What follows belongs to an exercise in optimizing a design on an open flow for small area and a short achievable clock period; a production flow would make more cautious choices. Function was checked by simulation only, so behaviour that the tests miss may differ from the original. Power figures rest on the tool's default switching activity, not on a simulated workload.

## lane 1
==> module e2m1_round, before the edit <==
module e2m1_round (
    input  wire [31:0] x,
    input  wire [7:0]  epp,
    input  wire [2:0]  epp_hm1,
    input  wire        gp,
    input  wire        nf,
    input  wire [15:0] r,
    input  wire        m_sr,
    input  wire        m_ne,
    output wire [3:0]  code
);
    wire        sx = x[31];
    wire [7:0]  ex = x[30:23];
    wire        h  = |ex;
    wire [23:0] w  = {h, x[22:0]};
    wire [7:0]  ee = {ex[7:1], ex[0] | ~h};       
    wire [5:0]  s5   = {1'b0, epp[4:0]} + {1'b0, ~ee[4:0]} + {5'd0, gp};
    wire        near = ~nf & (s5[5] ? (ee[7:5] == epp[7:5]) : (ee[7:5] == epp_hm1));
    wire [5:0]  lo   = {1'b0, s5[4:0]};
    wire [4:0]  dl   = lo[4:0];
    wire        d0 = near & (dl == 5'd0);
    wire        d1 = near & (dl == 5'd1);
    wire        d2 = near & (dl == 5'd2);
    wire        d3 = near & (dl == 5'd3);
    wire        d4 = near & (dl == 5'd4);
    wire        big = ~near | (dl > 5'd19);
    wire        ov = h & (dl[4:1] == 4'd0);
    wire [4:0]  sa = {dl[4:2], dl[1] | ov, dl[0] & ~ov};
    wire [19:0] win = big ? 20'd0 : (w[23:4] >> sa);
    wire [15:0] frac = win[15:0];
    wire [15:0] cg = frac & r;
    wire [15:0] cp = frac | r;
    wire [3:0]  gg, gq;
    genvar q;
    generate
        for (q = 0; q < 4; q = q + 1) begin : g_grp
            assign gg[q] = cg[4*q+3] | (cp[4*q+3] & cg[4*q+2]) |
                           (cp[4*q+3] & cp[4*q+2] & cg[4*q+1]) |
                           (cp[4*q+3] & cp[4*q+2] & cp[4*q+1] & cg[4*q]);
            assign gq[q] = &cp[4*q +: 4];
        end
    endgenerate
    wire sr_up = gg[3] | (gq[3] & gg[2]) | (gq[3] & gq[2] & gg[1]) |
                 (gq[3] & gq[2] & gq[1] & gg[0]);
    wire o19 = |w[19:0];
    wire o20 = o19 | w[20];
    wire o21 = o20 | w[21];
    wire o22 = o21 | w[22];
    wire rne_up = h ? ( ((d0 | d1 | d2) & w[21] & (o20 | w[22])) |
                        (d3 & w[22]) |
                        (d4 & o22) )
                    : ( (d1 & w[20] & (o19 | w[21])) |
                        (d2 & w[21] & (o20 | w[22])) |
                        (d3 & w[22] & o21) );
    wire up = (m_sr & sr_up) | (m_ne & rne_up);
    wire [2:0] base = h ? ( d0 ? {2'b11, w[22]} :
                            d1 ? {2'b10, w[22]} :
                            d2 ? {2'b01, w[22]} :
                            d3 ? 3'd1 : 3'd0 )
                        : ( d1 ? {1'b0, w[22], w[21]} :
                            d2 ? {2'b00, w[22]} : 3'd0 );
    wire [2:0] base1 = base + 3'd1;
    wire [2:0] mag = up ? base1 : base;
    assign code = {sx & ~nf, mag};
endmodule
==> flow/config.mk <==
export PLATFORM = sky130hd
export DESIGN_NAME = bs4_encode
export DESIGN_NICKNAME = bs4_encode
export VERILOG_FILES = /design/flow/design.v
export SDC_FILE = /design/flow/constraint.sdc
export NUM_CORES = 8
export LEC_CHECK = 0
export ABC_AREA = 1
export CAP_MARGIN = 30
export CORE_AREA = 2 2 578 578
export CTS_CLUSTER_DIAMETER = 80
export CTS_CLUSTER_SIZE = 22
export DIE_AREA = 0 0 580 580
export PLACE_DENSITY = 0.6
export SLEW_MARGIN = 20
==> flow/constraint.sdc <==
create_clock -name core_clock -period 50.0 [get_ports {clk}]
set_input_delay 10.0000 -clock core_clock [delete_from_list [all_inputs] [get_ports {clk}]]
set_output_delay 10.0000 -clock core_clock [all_outputs]
set_load 0.01 [all_outputs]
standard.sh (not shown) runs the stock make flow with config.mk's settings and CLKGATE_MAP_FILE= SYNTH_SCRIPT=/design/flow/synth_recipe.tcl, a recipe that flattens the netlist after the stock synthesis.
==> flow/flow/run.sh <==
#!/bin/bash
# Own layout flow:
#  1. the standard synthesis (standard.sh synth), unchanged;
#  2. the combinational logic of that netlist re-mapped by Yosys/ABC with
#     flow/remap.abc (the flip-flops are kept as they are, by name and cell);
#  3. the standard ORFS layout from that netlist, with the port buffers
#     made of the plain buf_1 cell.
# Each tool writes its full output to a log file in this folder.
set -euo pipefail
# repair_timing aims for this much setup slack (a period of about 11.2 ns)
MARGIN=38.8
R=orfs/results/${FLOW_PLATFORM}/bs4_encode/base
LIB=${FLOW_HOME}/platforms/${FLOW_PLATFORM}/lib/sky130_fd_sc_hd__tt_025C_1v80.lib

bash standard.sh synth > flow_synth.log 2>&1

python3 flow/gencells.py "$LIB" cells_model.v > flow_gencells.log 2>&1
DU=$(grep -A40 "DONT_USE_CELLS" ${FLOW_HOME}/platforms/${FLOW_PLATFORM}/config.mk | grep -o "sky130_fd_sc_hd__[a-z0-9_]*" | sed 's/^/-dont_use /' | tr '\n' ' ')
cp $R/1_2_yosys.v synth_standard.v
cat > remap.ys <<EOS
read_verilog cells_model.v
read_verilog synth_standard.v
hierarchy -top ${FLOW_TOP}
flatten
opt_clean -purge
techmap
opt -fast
abc -liberty $LIB $DU -script flow/remap.abc
opt_clean -purge
hilomap -singleton -hicell sky130_fd_sc_hd__conb_1 HI -locell sky130_fd_sc_hd__conb_1 LO
splitnets
opt_clean -purge
insbuf -buf sky130_fd_sc_hd__buf_4 A X
check
stat -liberty $LIB
write_verilog -noattr -nohex -nodec synth_remapped.v
EOS
yosys -s remap.ys > flow_remap.log 2>&1
cp synth_remapped.v $R/1_2_yosys.v
rm -f $R/1_synth.odb $R/1_synth.sdc

bash standard.sh 'BUFFER_PORTS_ARGS=-buffer_cell sky130_fd_sc_hd__buf_1' "SETUP_SLACK_MARGIN=${MARGIN}" finish > flow_layout.log 2>&1
Other scripts of this flow, unchanged in this note and not shown: flow/flow/gencells.py, flow/flow/remap.abc
Lane 1 went all the way through the flow, and no timing, DRC or antenna check failed.
The following lists how lane 2 was set up differently from lane 1:
==> flow/design.v, changed modules only <==
module e2m1_round (
    input  wire [31:0] x,
    input  wire [7:0]  epp,
    input  wire [2:0]  epp_hm1,
    input  wire        gp,
    input  wire        nf,
    input  wire [15:0] r,
    input  wire        m_sr,
    input  wire        m_ne,
    output wire [3:0]  code
);
    wire        sx = x[31];
    wire [7:0]  ex = x[30:23];
    wire        h  = |ex;
    wire [23:0] w  = {h, x[22:0]};
    wire [7:0]  ee = {ex[7:1], ex[0] | ~h};       
    wire [5:0]  s5   = {1'b0, epp[4:0]} + {1'b0, ~ee[4:0]} + {5'd0, gp};
    wire        near = s5[5] ? (ee[7:5] == epp[7:5]) : (ee[7:5] == epp_hm1);
    wire [5:0]  lo   = {1'b0, s5[4:0]};
    wire [4:0]  dl   = lo[4:0];
    wire        d0 = near & (dl == 5'd0);
    wire        d1 = near & (dl == 5'd1);
    wire        d2 = near & (dl == 5'd2);
    wire        d3 = near & (dl == 5'd3);
    wire        d4 = near & (dl == 5'd4);
    wire        big = ~near | (dl > 5'd19);
    wire        ov = h & (dl[4:1] == 4'd0);
    wire [4:0]  sa = {dl[4:2], dl[1] | ov, dl[0] & ~ov};
    wire [19:0] win = big ? 20'd0 : (w[23:4] >> sa);
    wire [15:0] frac = win[15:0];
    wire [15:0] cg = frac & r;
    wire [15:0] cp = frac | r;
    wire [3:0]  gg, gq;
    genvar q;
    generate
        for (q = 0; q < 4; q = q + 1) begin : g_grp
            assign gg[q] = cg[4*q+3] | (cp[4*q+3] & cg[4*q+2]) |
                           (cp[4*q+3] & cp[4*q+2] & cg[4*q+1]) |
                           (cp[4*q+3] & cp[4*q+2] & cp[4*q+1] & cg[4*q]);
            assign gq[q] = &cp[4*q +: 4];
        end
    endgenerate
    wire sr_up = gg[3] | (gq[3] & gg[2]) | (gq[3] & gq[2] & gg[1]) |
                 (gq[3] & gq[2] & gq[1] & gg[0]);
    wire o19 = |w[19:0];
    wire o20 = o19 | w[20];
    wire o21 = o20 | w[21];
    wire o22 = o21 | w[22];
    wire rne_up = h ? ( ((d0 | d1 | d2) & w[21] & (o20 | w[22])) |
                        (d3 & w[22]) |
                        (d4 & o22) )
                    : ( (d1 & w[20] & (o19 | w[21])) |
                        (d2 & w[21] & (o20 | w[22])) |
                        (d3 & w[22] & o21) );
    wire up = (m_sr & sr_up) | (m_ne & rne_up);
    wire [2:0] base = nf ? 3'd0 :
                      h ? ( d0 ? {2'b11, w[22]} :
                            d1 ? {2'b10, w[22]} :
                            d2 ? {2'b01, w[22]} :
                            d3 ? 3'd1 : 3'd0 )
                        : ( d1 ? {1'b0, w[22], w[21]} :
                            d2 ? {2'b00, w[22]} : 3'd0 );
    wire [2:0] base1 = base + 3'd1;
    wire [2:0] mag = up ? base1 : base;
    assign code = {sx & ~nf, mag};
endmodule
### Flow results
Lane 2: done, clean on timing, DRC and antenna. Lane 2 vs lane 1: non-clock inverter instance count of the final layout up by more than a quarter. From lane 1 to lane 2 the numbers moved as follows: post-route clock skew roughly the same, number of search-and-repair iterations in the first detailed-routing pass higher, area growth from synthesis to layout lower, clock input transition at the sequential cells of the worst setup and hold paths higher.

---

## before
Another version of the RTL of bs4_encode (not shown whole).
For scale: about 11000 cells after synthesis, ~1700 I/O pins.
==> module e2m1_round, before the edit <==
module e2m1_round (
    input  wire [31:0] x,
    input  wire [7:0]  epp,
    input  wire [2:0]  epp_hm1,
    input  wire        gp,
    input  wire        nf,
    input  wire [15:0] r,
    input  wire        m_sr,
    input  wire        m_ne,
    output wire [3:0]  code
);
    wire        sx = x[31];
    wire [7:0]  ex = x[30:23];
    wire        h  = |ex;
    wire [23:0] w  = {h, x[22:0]};
    wire [7:0]  ee = {ex[7:1], ex[0] | ~h};       
    wire [5:0]  s5   = {1'b0, epp[4:0]} + {1'b0, ~ee[4:0]} + {5'd0, gp};
    wire        near = ~nf & (s5[5] ? (ee[7:5] == epp[7:5]) : (ee[7:5] == epp_hm1));
    wire [5:0]  lo   = {1'b0, s5[4:0]};
    wire [4:0]  dl   = lo[4:0];
    wire        d0 = near & (dl == 5'd0);
    wire        d1 = near & (dl == 5'd1);
    wire        d2 = near & (dl == 5'd2);
    wire        d3 = near & (dl == 5'd3);
    wire        d4 = near & (dl == 5'd4);
    wire        big = ~near | (dl > 5'd19);
    wire        ov = h & (dl[4:1] == 4'd0);
    wire [4:0]  sa = {dl[4:2], dl[1] | ov, dl[0] & ~ov};
    wire [19:0] win = big ? 20'd0 : (w[23:4] >> sa);
    wire [15:0] frac = win[15:0];
    wire [15:0] cg = frac & r;
    wire [15:0] cp = frac | r;
    wire [3:0]  gg, gq;
    genvar q;
    generate
        for (q = 0; q < 4; q = q + 1) begin : g_grp
            assign gg[q] = cg[4*q+3] | (cp[4*q+3] & cg[4*q+2]) |
                           (cp[4*q+3] & cp[4*q+2] & cg[4*q+1]) |
                           (cp[4*q+3] & cp[4*q+2] & cp[4*q+1] & cg[4*q]);
            assign gq[q] = &cp[4*q +: 4];
        end
    endgenerate
    wire sr_up = gg[3] | (gq[3] & gg[2]) | (gq[3] & gq[2] & gg[1]) |
                 (gq[3] & gq[2] & gq[1] & gg[0]);
    wire o19 = |w[19:0];
    wire o20 = o19 | w[20];
    wire o21 = o20 | w[21];
    wire o22 = o21 | w[22];
    wire rne_up = h ? ( ((d0 | d1 | d2) & w[21] & (o20 | w[22])) |
                        (d3 & w[22]) |
                        (d4 & o22) )
                    : ( (d1 & w[20] & (o19 | w[21])) |
                        (d2 & w[21] & (o20 | w[22])) |
                        (d3 & w[22] & o21) );
    wire up = (m_sr & sr_up) | (m_ne & rne_up);
    wire [2:0] base = h ? ( d0 ? {2'b11, w[22]} :
                            d1 ? {2'b10, w[22]} :
                            d2 ? {2'b01, w[22]} :
                            d3 ? 3'd1 : 3'd0 )
                        : ( d1 ? {1'b0, w[22], w[21]} :
                            d2 ? {2'b00, w[22]} : 3'd0 );
    wire [2:0] mag = base ^ {up & base[1] & base[0], up & base[0], up};
    assign code = {sx & ~nf, mag};
endmodule
Settings: LEC_CHECK=0, ABC_AREA=1, CAP_MARGIN=30, CORE_AREA=2 2 498 498, CTS_CLUSTER_DIAMETER=80, CTS_CLUSTER_SIZE=22, DIE_AREA=0 0 500 500, PLACE_DENSITY=0.6, SLEW_MARGIN=20; clock period 50.0 ns.
==> flow/flow/run.sh <==
#!/bin/bash
# Own layout flow:
#  1. the standard synthesis (standard.sh synth), unchanged;
#  2. the combinational logic of that netlist re-mapped by Yosys/ABC with
#     flow/remap.abc (the flip-flops are kept as they are, by name and cell);
#  3. the standard ORFS layout from that netlist, with the port buffers
#     made of the plain buf_1 cell.
# Each tool writes its full output to a log file in this folder.
set -euo pipefail
# repair_timing aims for this much setup slack (a period of about 11.2 ns)
MARGIN=38.8
R=orfs/results/${FLOW_PLATFORM}/bs4_encode/base
LIB=${FLOW_HOME}/platforms/${FLOW_PLATFORM}/lib/sky130_fd_sc_hd__tt_025C_1v80.lib

bash standard.sh synth > flow_synth.log 2>&1

python3 flow/gencells.py "$LIB" cells_model.v > flow_gencells.log 2>&1
DU=$(grep -A40 "DONT_USE_CELLS" ${FLOW_HOME}/platforms/${FLOW_PLATFORM}/config.mk | grep -o "sky130_fd_sc_hd__[a-z0-9_]*" | sed 's/^/-dont_use /' | tr '\n' ' ')
cp $R/1_2_yosys.v synth_standard.v
cat > remap.ys <<EOS
read_verilog cells_model.v
read_verilog synth_standard.v
hierarchy -top ${FLOW_TOP}
flatten
opt_clean -purge
techmap
opt -fast
abc -liberty $LIB $DU -script flow/remap.abc
opt_clean -purge
hilomap -singleton -hicell sky130_fd_sc_hd__conb_1 HI -locell sky130_fd_sc_hd__conb_1 LO
splitnets
opt_clean -purge
insbuf -buf sky130_fd_sc_hd__buf_4 A X
check
stat -liberty $LIB
write_verilog -noattr -nohex -nodec synth_remapped.v
EOS
yosys -s remap.ys > flow_remap.log 2>&1
cp synth_remapped.v $R/1_2_yosys.v
rm -f $R/1_synth.odb $R/1_synth.sdc

bash standard.sh 'BUFFER_PORTS_ARGS=-buffer_cell sky130_fd_sc_hd__buf_1' 'PLACE_PINS_ARGS=-min_distance 1 -min_distance_in_tracks' "SETUP_SLACK_MARGIN=${MARGIN}" finish > flow_layout.log 2>&1
Other scripts of this flow, unchanged in this note and not shown: flow/flow/gencells.py, flow/flow/remap.abc
Input-level comparison between after and before:
--- a/flow/design.v
+++ b/flow/design.v
@@ -185,5 +185,6 @@
                         : ( d1 ? {1'b0, w[22], w[21]} :
                             d2 ? {2'b00, w[22]} : 3'd0 );
-    wire [2:0] mag = base ^ {up & base[1] & base[0], up & base[0], up};
+    wire [2:0] base1 = base + 3'd1;
+    wire [2:0] mag = up ? base1 : base;
     assign code = {sx & ~nf, mag};
 endmodule
Results
- Looking at aggregate routed wire length across after and before, the one that comes out higher is after.
- Number of gates given a new drive strength after cts in after vs before: up 92
- Of after and before, the run reporting the lower met3 demand-to-capacity share in global routing was after.
- Diff before -> after | wire length on met2 | up by a little under 10%
- Relative to before, the wire length of the first global-routing pass of after is higher by about 4.6%.
- Looking only at final critical delay including setup and external delays, and setting everything else aside, the higher value of after and before goes to after.
- Area growth from synthesis to final layout in after is 4.2 points above before.
- On share of final layout cell area taken by clock buffers and inverters: between after and before, it ends up lower for after.
- Taking before as the reference, in after clock latency at the later pin of the worst-skew pair shows a reduction of 0.02 ns, overall power consumption shows an increase of 0.41 mW, core utilization shows an increase of 1.7 points.

## static timing again, ports no longer ideal
Ports are ideal in the flow. The routed layouts listed here were re-timed in OpenROAD. Step 1 (the two cells are an assumption about what drives the block):
set clk [get_ports {clk}]
set_driving_cell -lib_cell sky130_fd_sc_hd__clkbuf_16 $clk
set_driving_cell -lib_cell sky130_fd_sc_hd__buf_2 [delete_from_list [all_inputs] $clk]
Step 2 adds t to the input delays and takes it off the output delays; t is the mean of the earliest and latest rising clock arrival at the registers after step 1. Input paths then give back, and output paths get back, about the clock's delay inside the block. a / b / c = ideal / step 1 / step 2; a / b = the first two.
| run | shift t [ns] | setup WS [ns] | hold WS [ns] | pins driven straight from the clock port |
|---|---|---|---|---|
| lane 1 | 0.992 | 38.565 / 38.453 / 37.575 | 0.433 / 0.433 / 0.433 | 1 |
| lane 2 | 0.996 | 38.564 / 38.450 / 37.698 | 0.433 / 0.433 / 0.433 | 1 |
| before | 0.936 | 38.616 / 38.512 / 37.738 | 0.425 / 0.425 / 0.425 | 1 |
| after | 0.924 | 38.499 / 38.534 / 37.614 | 0.429 / 0.429 / 0.429 | 1 |
After both steps setup and hold are still met in every run listed. For lane 1, which loses most, drivers alone change the setup slack by -0.112 ns; drivers and shift together by -0.990 ns.
